This design comes from an exercise in tuning for small area, a short achievable clock period and few clock cycles per item on the open sky130 flow, not from production work. Function was checked by simulation only, so behaviour that the tests miss may differ from the original.

$ cat design.v
module gz4_law (
    input  wire        clk,
    input  wire        rst,
    input  wire        cmd_valid,
    output reg         cmd_ready,
    input  wire [1:0]  cmd_op,
    input  wire [1:0]  cmd_loop,
    input  wire [7:0]  cmd_addr,
    input  wire [31:0] cmd_data,
    input  wire        cmd_ovr,
    output reg         res_valid,
    output reg  [1:0]  res_loop,
    output reg         res_closed,
    output reg  [31:0] res_u,
    output reg  [31:0] res_i,
    output reg  [31:0] res_e,
    output reg  [4:0]  res_band,
    output reg  [2:0]  res_sat,
    output reg         res_hi,
    output reg         res_lo
);
    localparam OP_WRITE = 2'd0;
    localparam OP_TICK  = 2'd1;
    localparam OP_OPEN  = 2'd2;
    localparam OP_CLOSE = 2'd3;
    function gt_u32;
        input [31:0] a;
        input [31:0] b;
        reg [31:0] g, p;
        integer w, k;
        begin
            g = a & ~b;
            p = a | ~b;
            for (w = 16; w >= 1; w = w / 2)
                for (k = 0; k < w; k = k + 1) begin
                    g[k] = g[2*k+1] | (p[2*k+1] & g[2*k]);
                    p[k] = g[2*k+1] | (p[2*k+1] & p[2*k]);
                end
            gt_u32 = g[0];
        end
    endfunction
    function gt_s32;                        
        input [31:0] a;
        input [31:0] b;
        gt_s32 = gt_u32({~a[31], a[30:0]}, {~b[31], b[30:0]});
    endfunction
    function gt_s33;                        
        input [32:0] a;
        input [32:0] b;
        gt_s33 = (a[32] != b[32]) ? b[32] : gt_u32(a[31:0], b[31:0]);
    endfunction
    function [31:0] sat33;
        input [32:0] x;
        begin
            if (x[32] != x[31])
                sat33 = x[32] ? 32'h8000_0000 : 32'h7FFF_FFFF;
            else
                sat33 = x[31:0];
        end
    endfunction
    function [34:0] rne_sat;
        input [63:0] x;
        input [4:0]  s;
        reg [64:0] xe;
        reg [32:0] t;
        reg [30:0] low;
        reg [31:0] hi_ok;
        reg        sticky, inc, fits, ovf, sat;
        reg [31:0] q1, v;
        integer k;
        begin
            xe = {x, 1'b0};
            t  = xe >> s;                       
            for (k = 0; k < 31; k = k + 1)
                low[k] = x[k] & (s > k + 1);
            sticky = |low;
            inc = t[0] & (sticky | t[1]);
            for (k = 0; k < 32; k = k + 1)
                hi_ok[k] = (x[31 + k] == x[63]) | (k < s);
            fits = &hi_ok;
            q1  = t[32:1];
            ovf = inc & (q1 == 32'h7FFF_FFFF);
            sat = ~fits | ovf;
            v   = ~fits ? (x[63] ? 32'h8000_0000 : 32'h7FFF_FFFF) :
                  ovf ? 32'h7FFF_FFFF : q1 + {31'd0, inc};
            rne_sat[32:0] = {sat, v};
            rne_sat[33] = fits ? (q1[31] & ~(inc & (q1 == 32'hFFFF_FFFF))) : x[63];
            rne_sat[34] = fits ? ((~q1[31] & ((q1 != 32'd0) | inc)) | ovf) : ~x[63];
        end
    endfunction
    function [63:0] booth_mul;
        input [31:0] a;
        input [47:0] enc;
        reg [33:0] ax, v;
        reg [63:0] acc;
        reg neg, one, two;
        integer j;
        begin
            ax  = {a[31], a[31], a};
            acc = 64'h5555_5556_0000_0000;      
            for (j = 0; j < 16; j = j + 1) begin
                neg = enc[3*j+2]; two = enc[3*j+1]; one = enc[3*j];
                v = ((one ? ax : 34'd0) | (two ? {ax[32:0], 1'b0} : 34'd0)) ^ {34{neg}};
                v[33] = ~v[33];
                acc = acc + ({30'd0, v} << (2*j)) + ({63'd0, neg} << (2*j));
            end
            booth_mul = acc;
        end
    endfunction
    function [47:0] booth_enc;
        input [31:0] b;
        reg [32:0] bx;
        reg [2:0]  t;
        integer j;
        begin
            bx = {b, 1'b0};
            for (j = 0; j < 16; j = j + 1) begin
                t = bx[2*j +: 3];
                booth_enc[3*j+2] = t[2];
                booth_enc[3*j+1] = (t == 3'b011) | (t == 3'b100);
                booth_enc[3*j]   = t[1] ^ t[0];
            end
        end
    endfunction
    reg [31:0] gt_edge [1:31];
    reg [31:0] gt_kpm  [0:31];
    reg [31:0] gt_kim  [0:31];
    reg [4:0]  gt_kps  [0:31];
    reg [4:0]  gt_kis  [0:31];
    reg [31:0] sp      [0:3];
    reg [31:0] sp_max  [0:3];
    reg [31:0] sp_min  [0:3];               
    reg        link_en [0:3];
    reg [1:0]  link    [0:3];
    reg [31:0] e_last  [0:3];
    reg        closed  [0:3];
    reg [31:0] out_min [0:3];
    reg [31:0] out_max [0:3];
    reg [31:0] int_min [0:3];
    reg [31:0] int_max [0:3];
    reg [31:0] st_i    [0:3];
    reg [31:0] st_u    [0:3];
    reg        st_hi   [0:3];
    reg        st_lo   [0:3];
    reg [2:0]  sat     [0:3];
    reg rst_q;
    always @(posedge clk)
        rst_q <= rst;
    reg        c_v;
    reg [1:0]  c_wait;                      
    reg [1:0]  c_op;
    reg [1:0]  c_loop;
    reg [1:0]  c_loopn;                     
    reg [3:0]  c_lsel;                      
    reg [7:0]  c_addr;
    reg [31:0] c_data;
    reg        c_ovr;
    reg        p_v;
    reg        p_uwr;                       
    reg [1:0]  p_op;
    reg [1:0]  p_loop;
    reg        p_closed;                    
    reg        p_esat;
    reg        p_ovr;
    reg [3:0]  p_reg;                       
    reg        p_lwr;                       
    reg [31:0] p_e;                         
    reg [4:0]  p_band;
    reg [31:0] p_kpm, p_kim;
    reg [4:0]  p_kps, p_kis;
    wire acc = cmd_valid & cmd_ready;
    wire c_lnkwr = c_v & (c_op == OP_WRITE) & ~c_addr[7] & (c_addr[3:0] == 4'd6) &
                   (c_loop == cmd_loop);
    wire       in_len = c_lnkwr ? c_data[15]    : link_en[cmd_loop];
    wire [1:0] in_lnk = c_lnkwr ? c_data[17:16] : link[cmd_loop];
    wire c_uwr = c_v & (((c_op == OP_TICK) & closed[c_loop]) |
                        ((c_op == OP_WRITE) & ~c_addr[7] & (c_addr[3:0] == 4'd7)));
    wire in_tick = (cmd_op == OP_TICK) & in_len;
    wire haz2 = in_tick & c_uwr & (in_lnk == c_loop);
    wire haz1 = in_tick & p_v & p_uwr & (in_lnk == p_loop);
    wire [1:0] wait_in  = haz2 ? 2'd2 : (haz1 ? 2'd1 : 2'd0);
    wire [1:0] wait_nxt = acc ? wait_in : ((c_wait != 2'd0) ? c_wait - 2'd1 : 2'd0);
    always @(posedge clk) begin
        if (rst) begin
            c_v       <= 1'b0;
            c_wait    <= 2'd0;
            cmd_ready <= 1'b1;
        end else begin
            if (cmd_ready)
                c_v <= cmd_valid;
            c_wait    <= wait_nxt;
            cmd_ready <= (wait_nxt == 2'd0);
        end
        if (cmd_ready) begin
            c_op   <= cmd_op;
            c_loop <= cmd_loop;
            c_loopn <= ~cmd_loop;
            c_lsel <= 4'd1 << cmd_loop;
            c_addr <= cmd_addr;
            c_data <= cmd_data;
            c_ovr  <= cmd_ovr;
        end
    end
    wire [1:0] L1      = c_loop;
    wire       go1     = c_v & (c_wait == 2'd0);
    wire       c_close = (c_op == OP_CLOSE);
    wire [31:0] s_a = sp_min[L1];
    wire [1:0]  l_c = link[~c_loopn];
    wire [31:0] s_c = st_u[l_c];
    wire        pick_c = link_en[~c_loopn] & gt_s32(s_a, s_c);
    wire [32:0] d_a = {s_a[31], s_a} - {c_data[31], c_data};
    wire [32:0] d_c = {s_c[31], s_c} - {c_data[31], c_data};
    wire [32:0] e_raw  = pick_c ? d_c : d_a;
    wire [31:0] e_tick = sat33(e_raw);
    wire        e_satp = (e_raw[32] != e_raw[31]);
    wire [31:0] el1    = (e_last[0] & {32{c_lsel[0]}}) | (e_last[1] & {32{c_lsel[1]}}) |
                         (e_last[2] & {32{c_lsel[2]}}) | (e_last[3] & {32{c_lsel[3]}});
    wire [31:0] e1     = c_close ? el1 : e_tick;
    wire [31:1] ge;
    genvar gb;
    generate
        for (gb = 1; gb < 32; gb = gb + 1) begin : g_cmp
            assign ge[gb] = ~gt_s32(gt_edge[gb], e1);
        end
    endgenerate
    reg [31:0] onehot;
    reg [4:0]  band1;
    reg [31:0] kpm1, kim1;
    reg [4:0]  kps1, kis1;
    integer b;
    reg [32:1] sfx;                         
    integer d;
    always @(*) begin
        sfx = {1'b0, ge};
        for (d = 1; d < 32; d = d * 2)
            for (b = 1; b < 32; b = b + 1)
                if (b + d < 32) sfx[b] = sfx[b] | sfx[b + d];
        for (b = 1; b < 32; b = b + 1)
            onehot[b] = ge[b] & ~sfx[b + 1];
        onehot[0] = ~sfx[1];
        band1 = 5'd0;
        kpm1 = 32'd0; kim1 = 32'd0; kps1 = 5'd0; kis1 = 5'd0;
        for (b = 0; b < 32; b = b + 1) begin
            band1 = band1 | (onehot[b] ? b[4:0] : 5'd0);
            kpm1  = kpm1 | (gt_kpm[b] & {32{onehot[b]}});
            kim1  = kim1 | (gt_kim[b] & {32{onehot[b]}});
            kps1  = kps1 | (gt_kps[b] & {5{onehot[b]}});
            kis1  = kis1 | (gt_kis[b] & {5{onehot[b]}});
        end
    end
    always @(posedge clk) begin
        if (rst)
            p_v <= 1'b0;
        else
            p_v <= go1;
        p_uwr    <= c_uwr;
        p_op     <= c_op;
        p_loop   <= c_loop;
        p_closed <= closed[L1];
        p_esat   <= e_satp & ~c_close;
        p_ovr    <= c_ovr;
        p_reg    <= c_addr[3:0];
        p_lwr    <= ~c_addr[7];
        p_e      <= (c_op == OP_WRITE) ? c_data : e1;
        p_band   <= band1;
        p_kpm    <= kpm1;
        p_kim    <= kim1;
        p_kps    <= kps1;
        p_kis    <= kis1;
    end
    integer k;
    always @(posedge clk) begin
        if (rst_q) begin
            for (k = 0; k < 4; k = k + 1) begin
                sp[k]      <= 32'd0;
                sp_max[k]  <= 32'd0;
                sp_min[k]  <= 32'd0;
                link_en[k] <= 1'b0;
                link[k]    <= 2'd0;
                e_last[k]  <= 32'd0;
                closed[k]  <= 1'b0;
            end
        end else if (go1) begin
            case (c_op)
            OP_WRITE: begin
                if (!c_addr[7]) begin
                    case (c_addr[3:0])
                    4'd0: begin
                        sp[L1]     <= c_data;
                        sp_min[L1] <= gt_s32(c_data, sp_max[L1]) ? sp_max[L1] : c_data;
                    end
                    4'd1: begin
                        sp_max[L1] <= c_data;
                        sp_min[L1] <= gt_s32(sp[L1], c_data) ? c_data : sp[L1];
                    end
                    4'd6: begin
                        link_en[L1] <= c_data[15];
                        link[L1]    <= c_data[17:16];
                    end
                    default: ;
                    endcase
                end
            end
            OP_TICK:  if (!closed[L1]) e_last[L1] <= e1;
            OP_OPEN:  closed[L1] <= 1'b0;
            OP_CLOSE: closed[L1] <= 1'b1;
            endcase
        end
    end
    always @(posedge clk) begin
        if (go1 && c_op == OP_WRITE && c_addr[7]) begin
            case (c_addr[1:0])
            2'd0: if (c_addr[6:2] != 5'd0) gt_edge[c_addr[6:2]] <= c_data;
            2'd1: gt_kpm[c_addr[6:2]] <= c_data;
            2'd2: gt_kim[c_addr[6:2]] <= c_data;
            2'd3: begin
                gt_kps[c_addr[6:2]] <= c_data[4:0];
                gt_kis[c_addr[6:2]] <= c_data[12:8];
            end
            endcase
        end
    end
    wire [47:0] enc2 = booth_enc(p_e);
    wire [63:0] prod_p = booth_mul(p_kpm, enc2);
    wire [63:0] prod_i = booth_mul(p_kim, enc2);
    wire [34:0] pr2 = rne_sat(prod_p, p_kps);
    wire [34:0] ir2 = rne_sat(prod_i, p_kis);
    reg        q_v;
    reg [1:0]  q_op;
    reg [1:0]  q_loop;
    reg        q_closed;
    reg        q_esat;
    reg        q_ovr;
    reg [3:0]  q_reg;
    reg        q_lwr;
    reg [31:0] q_e;
    reg [4:0]  q_band;
    reg [31:0] q_p, q_di;
    reg        q_psat, q_disat, q_dipos, q_dineg;
    reg [31:0] q_i, q_u, q_imin, q_imax, q_omin, q_omax;
    reg        q_hi, q_lo;
    reg [2:0]  q_sat;
    reg        q_ci, q_co;                  
    reg        q_iminm, q_imaxm, q_ominm, q_omaxm;   
    wire [31:0] n_i, n_u, n_imin, n_imax, n_omin, n_omax;
    wire        n_hi, n_lo;
    wire [2:0]  n_sat;
    wire byp = q_v & (q_loop == p_loop);
    wire [31:0] r_imin = byp ? n_imin : int_min[p_loop];
    wire [31:0] r_imax = byp ? n_imax : int_max[p_loop];
    wire [31:0] r_omin = byp ? n_omin : out_min[p_loop];
    wire [31:0] r_omax = byp ? n_omax : out_max[p_loop];
    always @(posedge clk) begin
        if (rst)
            q_v <= 1'b0;
        else
            q_v <= p_v;
        q_op     <= p_op;
        q_loop   <= p_loop;
        q_closed <= p_closed;
        q_esat   <= p_esat;
        q_ovr    <= p_ovr;
        q_reg    <= p_reg;
        q_lwr    <= p_lwr;
        q_e      <= p_e;
        q_band   <= p_band;
        q_p      <= pr2[31:0];
        q_psat   <= pr2[32];
        q_di     <= ir2[31:0];
        q_disat  <= ir2[32];
        q_dipos  <= ir2[34];
        q_dineg  <= ir2[33];
        q_i      <= byp ? n_i   : st_i[p_loop];
        q_u      <= byp ? n_u   : st_u[p_loop];
        q_hi     <= byp ? n_hi  : st_hi[p_loop];
        q_lo     <= byp ? n_lo  : st_lo[p_loop];
        q_sat    <= byp ? n_sat : sat[p_loop];
        q_imin   <= r_imin;
        q_imax   <= r_imax;
        q_omin   <= r_omin;
        q_omax   <= r_omax;
        q_ci     <= gt_s32(r_imin, r_imax);
        q_co     <= gt_s32(r_omin, r_omax);
        q_iminm  <= (r_imin == 32'h8000_0000);
        q_imaxm  <= (r_imax == 32'h7FFF_FFFF);
        q_ominm  <= (r_omin == 32'h8000_0000);
        q_omaxm  <= (r_omax == 32'h7FFF_FFFF);
    end
    wire        tick3  = (q_op == OP_TICK);
    wire        close3 = (q_op == OP_CLOSE);
    wire        di_zero = (q_dipos & (q_hi | q_ovr)) | (q_dineg & q_lo);
    wire [31:0] x_a   = tick3 ? q_i : q_u;
    wire [31:0] x_b   = tick3 ? (di_zero ? 32'd0 : q_di) : ~q_p;
    wire [32:0] x_sum = {x_a[31], x_a} + {x_b[31], x_b} + {32'd0, ~tick3};
    wire        x_po  = ~x_sum[32] & x_sum[31];
    wire        x_no  = x_sum[32] & ~x_sum[31];
    wire [31:0] x_sat = sat33(x_sum);
    wire        i_below = gt_s33({q_imin[31], q_imin}, x_sum) & ~(x_no & q_iminm);
    wire        i_above = gt_s33(x_sum, {q_imax[31], q_imax}) & ~(x_po & q_imaxm);
    wire [31:0] i_new = i_below ? (q_ci ? q_imax : q_imin) : (i_above ? q_imax : x_sat);
    wire        x_eqmax = (x_sum[31:0] == q_imax);
    wire        i_flag = x_po | x_no | (i_below & ~(q_ci & x_eqmax)) | (~i_below & i_above);
    wire [33:0] v_a = {{2{q_p[31]}}, q_p} + {{2{x_a[31]}}, x_a} + {{2{x_b[31]}}, x_b};
    wire [32:0] v_b = {q_p[31], q_p} + {q_imin[31], q_imin};
    wire [32:0] v_c = {q_p[31], q_p} + {q_imax[31], q_imax};
    wire [32:0] v_d = {q_p[31], q_p} + 33'h0_7FFF_FFFF;
    wire [32:0] v_e = {q_p[31], q_p} + 33'h1_8000_0000;
    wire [32:0] v_sum = i_below ? (q_ci ? v_c : v_b) :
                        (i_above ? v_c : (x_po ? v_d : (x_no ? v_e : v_a[32:0])));
    wire        v_po  = ~v_sum[32] & v_sum[31];
    wire        v_no  = v_sum[32] & ~v_sum[31];
    wire [31:0] v     = sat33(v_sum);
    wire        hi_new = gt_s33(v_sum, {q_omax[31], q_omax}) & ~(v_po & q_omaxm);
    wire        lo_new = gt_s33({q_omin[31], q_omin}, v_sum) & ~(v_no & q_ominm);
    wire [31:0] u_new  = lo_new ? (q_co ? q_omax : q_omin) : (hi_new ? q_omax : v);
    wire        v_eqmax = (v_sum[31:0] == q_omax);
    wire        o_flag = v_po | v_no | (lo_new & ~(q_co & v_eqmax)) | (~lo_new & hi_new);
    wire wr3 = q_v & (q_op == OP_WRITE) & q_lwr;
    wire tc3 = q_v & tick3 & q_closed;      
    wire to3 = q_v & tick3 & ~q_closed;     
    wire pl3 = q_v & close3 & ~q_closed;    
    assign n_omin = (wr3 && q_reg == 4'd2) ? q_e : q_omin;
    assign n_omax = (wr3 && q_reg == 4'd3) ? q_e : q_omax;
    assign n_imin = (wr3 && q_reg == 4'd4) ? q_e : q_imin;
    assign n_imax = (wr3 && q_reg == 4'd5) ? q_e : q_imax;
    assign n_u    = (wr3 && q_reg == 4'd7) ? q_e : (tc3 ? u_new : q_u);
    assign n_i    = (tc3 | pl3) ? i_new : q_i;
    assign n_hi   = tc3 ? hi_new : (pl3 ? 1'b0 : q_hi);
    assign n_lo   = tc3 ? lo_new : (pl3 ? 1'b0 : q_lo);
    assign n_sat  = (wr3 && q_reg == 4'd8) ? (q_sat & ~q_e[2:0]) :
                    tc3 ? (q_sat | {o_flag, q_disat | i_flag, q_esat | q_psat}) :
                    to3 ? (q_sat | {2'b00, q_esat}) :
                    pl3 ? (q_sat | {1'b0, i_flag, 1'b0}) : q_sat;
    always @(posedge clk) begin
        if (rst)
            res_valid <= 1'b0;
        else
            res_valid <= q_v & (tick3 | close3);
        res_loop   <= q_loop;
        res_closed <= close3 | q_closed;
        res_u      <= n_u;
        res_i      <= n_i;
        res_e      <= q_e;
        res_band   <= q_band;
        res_sat    <= n_sat;
        res_hi     <= n_hi;
        res_lo     <= n_lo;
    end
    always @(posedge clk) begin
        if (rst_q) begin
            for (k = 0; k < 4; k = k + 1) begin
                out_min[k] <= 32'd0;
                out_max[k] <= 32'd0;
                int_min[k] <= 32'd0;
                int_max[k] <= 32'd0;
                st_i[k]    <= 32'd0;
                st_u[k]    <= 32'd0;
                st_hi[k]   <= 1'b0;
                st_lo[k]   <= 1'b0;
                sat[k]     <= 3'd0;
            end
        end else if (q_v) begin
            out_min[q_loop] <= n_omin;
            out_max[q_loop] <= n_omax;
            int_min[q_loop] <= n_imin;
            int_max[q_loop] <= n_imax;
            st_i[q_loop]    <= n_i;
            st_u[q_loop]    <= n_u;
            st_hi[q_loop]   <= n_hi;
            st_lo[q_loop]   <= n_lo;
            sat[q_loop]     <= n_sat;
        end
    end
endmodule
$ cat run.sh
#!/bin/bash
# synth_recipe.tcl (not shown) runs the flow's synth.tcl, then flattens the netlist and writes it again
# the make line also repeats each setting of config.mk as NAME=value (left out here)
make -C /OpenROAD-flow-scripts/flow DESIGN_CONFIG=/design/flow/config.mk WORK_HOME=/design/flow/orfs CLKGATE_MAP_FILE= SYNTH_SCRIPT=/design/flow/synth_recipe.tcl finish
$ cat config.mk
export PLATFORM = sky130hd
export DESIGN_NAME = gz4_law
export DESIGN_NICKNAME = gz4_law
export VERILOG_FILES = /design/flow/design.v
export SDC_FILE = /design/flow/constraint.sdc
export NUM_CORES = 4
export LEC_CHECK = 0
export ABC_AREA = 1
export CAP_MARGIN = 20
export CORE_MARGIN = 2
export CORE_UTILIZATION = 45
export PLACE_DENSITY = 0.55
export SLEW_MARGIN = 20
$ cat constraint.sdc
create_clock -name core_clock -period 60.0 [get_ports {clk}]
set_input_delay 12.0000 -clock core_clock [delete_from_list [all_inputs] [get_ports {clk}]]
set_output_delay 12.0000 -clock core_clock [all_outputs]
set_load 0.01 [all_outputs]
==> results.txt <==
logic make-up (layout without fill, tap and decap cells):
group,after synthesis,count (layout),share of synthesized area
AO/OA/AOI/OAI,4547,4547,0.0872
XOR/XNOR,1277,1277,0.0368
adder cells (fa/ha/maj),1674,1674,0.0913
buffers and inverters,4881,5057,0.0623
flip-flops,5290,5290,0.504
multiplexers,28,28,0.000922
other,0,53,0
AND/OR/NAND/NOR,15820,15820,0.217
worst max path at each step:
stage | cells past startpoint | slack [ns] | end | start
after floorplan | 10 | 46.05 | cmd_ready | cmd_loop[0]
after global routing | 66 | 44.52 | p_kpm[4] | c_loopn[0]
after CTS | 66 | 45.61 | p_kpm[10] | c_loopn[0]
after detailed placement | 11 | 45.10 | cmd_ready | cmd_loop[1]
after global placement | 10 | 45.08 | cmd_ready | cmd_loop[0]
final | 67 | 45.65 | p_kim[21] | c_loopn[0]
placed cells by master, fill, tap and decap left out, types with 93 or more instances in the layout:
master | synthesis | layout
a21oi_1 | 921 | 918
a31oi_1 | 132 | 132
buf_4 | 58 | 677
clkbuf_1 | 1226 | 135
clkbuf_16 | 0 | 606
clkdlybuf4s50_1 | 0 | 158
clkinv_1 | 39 | 137
clkinv_2 | 0 | 107
dfxtp_1 | 563 | 536
edfxtp_1 | 4727 | 4727
fa_1 | 906 | 906
ha_1 | 767 | 767
inv_1 | 3010 | 2976
nand2_1 | 8492 | 8455
nand3_1 | 2055 | 2051
nand3b_1 | 417 | 417
nand4_1 | 457 | 457
nor2_1 | 3775 | 3649
nor2_4 | 5 | 122
nor3_1 | 281 | 279
o211ai_1 | 93 | 93
o21ai_0 | 1714 | 1698
o22ai_1 | 1066 | 1065
o32ai_1 | 185 | 185
or2_2 | 166 | 166
xor2_1 | 1201 | 1201
through the flow:
stage / setup WS, ns
floorplan: 46.05
detailed placement: 45.10
finish: 45.65
CTS: 45.61
global route: 44.52
global placement: 45.08
metal layers:
| metal | up-vias | track usage | wire [um] |
|---|---|---|---|
| met1 | 121612 | 0.447 | 471000 |
| met4 | 34 | 0.162 | 66800 |
| met5 | - | 0 | 228 |
| li1 | 112181 | - | - |
| met3 | 2558 | 0.0631 | 110000 |
| met2 | 12413 | 0.518 | 519000 |
layout make-up:
type	instances	area (um2)	share of cell area
Timing Repair Buffer	863	7250	0.0216
Inverter	3106	11700	0.0348
Clock buffer	785	16300	0.0484
Antenna cell	53	133	0.000395
Multi-Input combinational cell	23346	133000	0.396
Sequential cell	5290	153000	0.456
Tap cell	8938	11200	0.0333
Clock inverter	303	3140	0.00935
worst max-delay path: cells and delay by family, from the launching register on:
| family | cells | cell delay, ns |
|---|---|---|
| flops | 1 | 0.52 |
| simple gates | 37 | 5.62 |
| fa+ha+maj | 2 | 0.67 |
| compound gates | 14 | 2.24 |
| buf+inv | 14 | 4.97 |
==> results.tsv <==
metric	value	unit
rsz0062_at_grt	false	
final.setup.tns	0	ns
placed_cells	41532	
synth-seq-cells	5290	
synth-main-ff-cell	edfxtp_1	
timing.rr.start	c_loopn[0]	
area_delta_synth_final	10.6	%
post-route-period-util	0.239	
cts_setup_buffers	0	
reg2reg_depth	67	
fillers	62488	
status	no timing/DRC/antenna violations	
post_drt_wl_per_cell	27.4	um
grt_pass1_wl	1670000	um
track_usage	0.332	
vias_per_cell	5.83	
finalClockSkew	0.122	ns
synth_edf_count	4727	
synthDistinctLibCells	78	
route.detailed.drc	0	
cts.reportedPaths.clkPinSlew	0.06	ns
cts_resized	0	
period_needed	14.35	ns
synth_cells	33517	
worstPathRequired	61.02	ns
maxSlewHeadroom	0.0868	
cp_max_fo	69	
setup_viol	0	
numCtsBuffers	591	
netlist.area_leader.share	0.467	
dpl.hpwl	781000	um
cts_hold_buf	0	
grt_pass1_vias	236295	
worstSetupEndpointType	register	
initial_core_util	0.452	
rr_endpoint	p_kim[21]	
yosys.area.top_type	edfxtp_1	
netlist_area	0.304	mm2
pin_count	159	
hold_slack	0.320	ns
clock_sinks	5290	
final_cells	42684	
cp_slowest_stage_delay	0.90	ns
syn-num-nets	35238	
clock-root-buffer	clkbuf_16	
synth_top_cells_by_count	nand2_1 (8492), edfxtp_1 (4727), nor2_1 (3775)	
design_area	0.336	mm2
place_area	0.316	mm2
timing.final.hold_violations	0	
die-area	0.682	mm2
cap_violations	0	
routed_wl	1170000	um
fin_util	0.500	
dr.first_iter.drc_count	28056	
ant_nets	0	
rrSetupSlack	45.65	ns
nets	34919	
cp.arrival	15.37	ns
fmax	69.7	MHz
seq_area_frac_synth	0.504	
synth_warnings	1	
clk_latency	1.16	ns
synth_most_common_cell	nand2_1	
place_congestion	0.981	
whs_path_depth	0	
syn_avg_cell_area	9.07	um2
async_flop_share	0	
synth_area_leaders	edfxtp_1 (47%), nand2_1 (10%), fa_1 (6.0%)	
min_to	q_reg[2]	
slowest_stage	nand2_2	
antenna_found_initial	80	
core-area	0.672	mm2
hp-start	p_reg[2]	
critical_path_class	register to register	
cts_buffer_depth	4	
drive_above_1_share	0.0628	
dieWidth	826	um
worstMarginPinSlew	1.37	ns
slew_viol_final	0	
dieHeight	826	um
grt_max_degree	137	
drt_first_pass_iters	8	
vias	248798	
hp-class	register to register	
rows	301	
critical_path.most_common_cell	nand2_1	
io_buffers	158	
startpoint_type	register	
overflow	0	
tritoncts	done	
htree_levels	6	
Testbench counts, summed over its fixed seeds: cycles 20,721, items 17,092.

==> separate check: timing with driven ports <==
How much do the figures lean on ideal ports? The routed layout below was timed once more, with nothing changed but the port constraints.
Step 1 assumes that a clkbuf_16 drives the clock port and a buf_2 every other input.
Step 2 times the ports against the registers' clock, not the clock port: input delays grow and output delays shrink by t, the midpoint of the rising clock arrivals with the driver on.
a / b / c = no drivers / after step 1 / after step 2; a / b = the first two.
shift t [ns]: 1.245
setup slack, ns: 45.652 / 45.619 / 45.106
worst slew at a driven data input, ns: 0.15
After both steps setup and hold are still met in this run. The setup slack of this run moves by -0.033 ns with the drivers and by -0.546 ns with both steps.
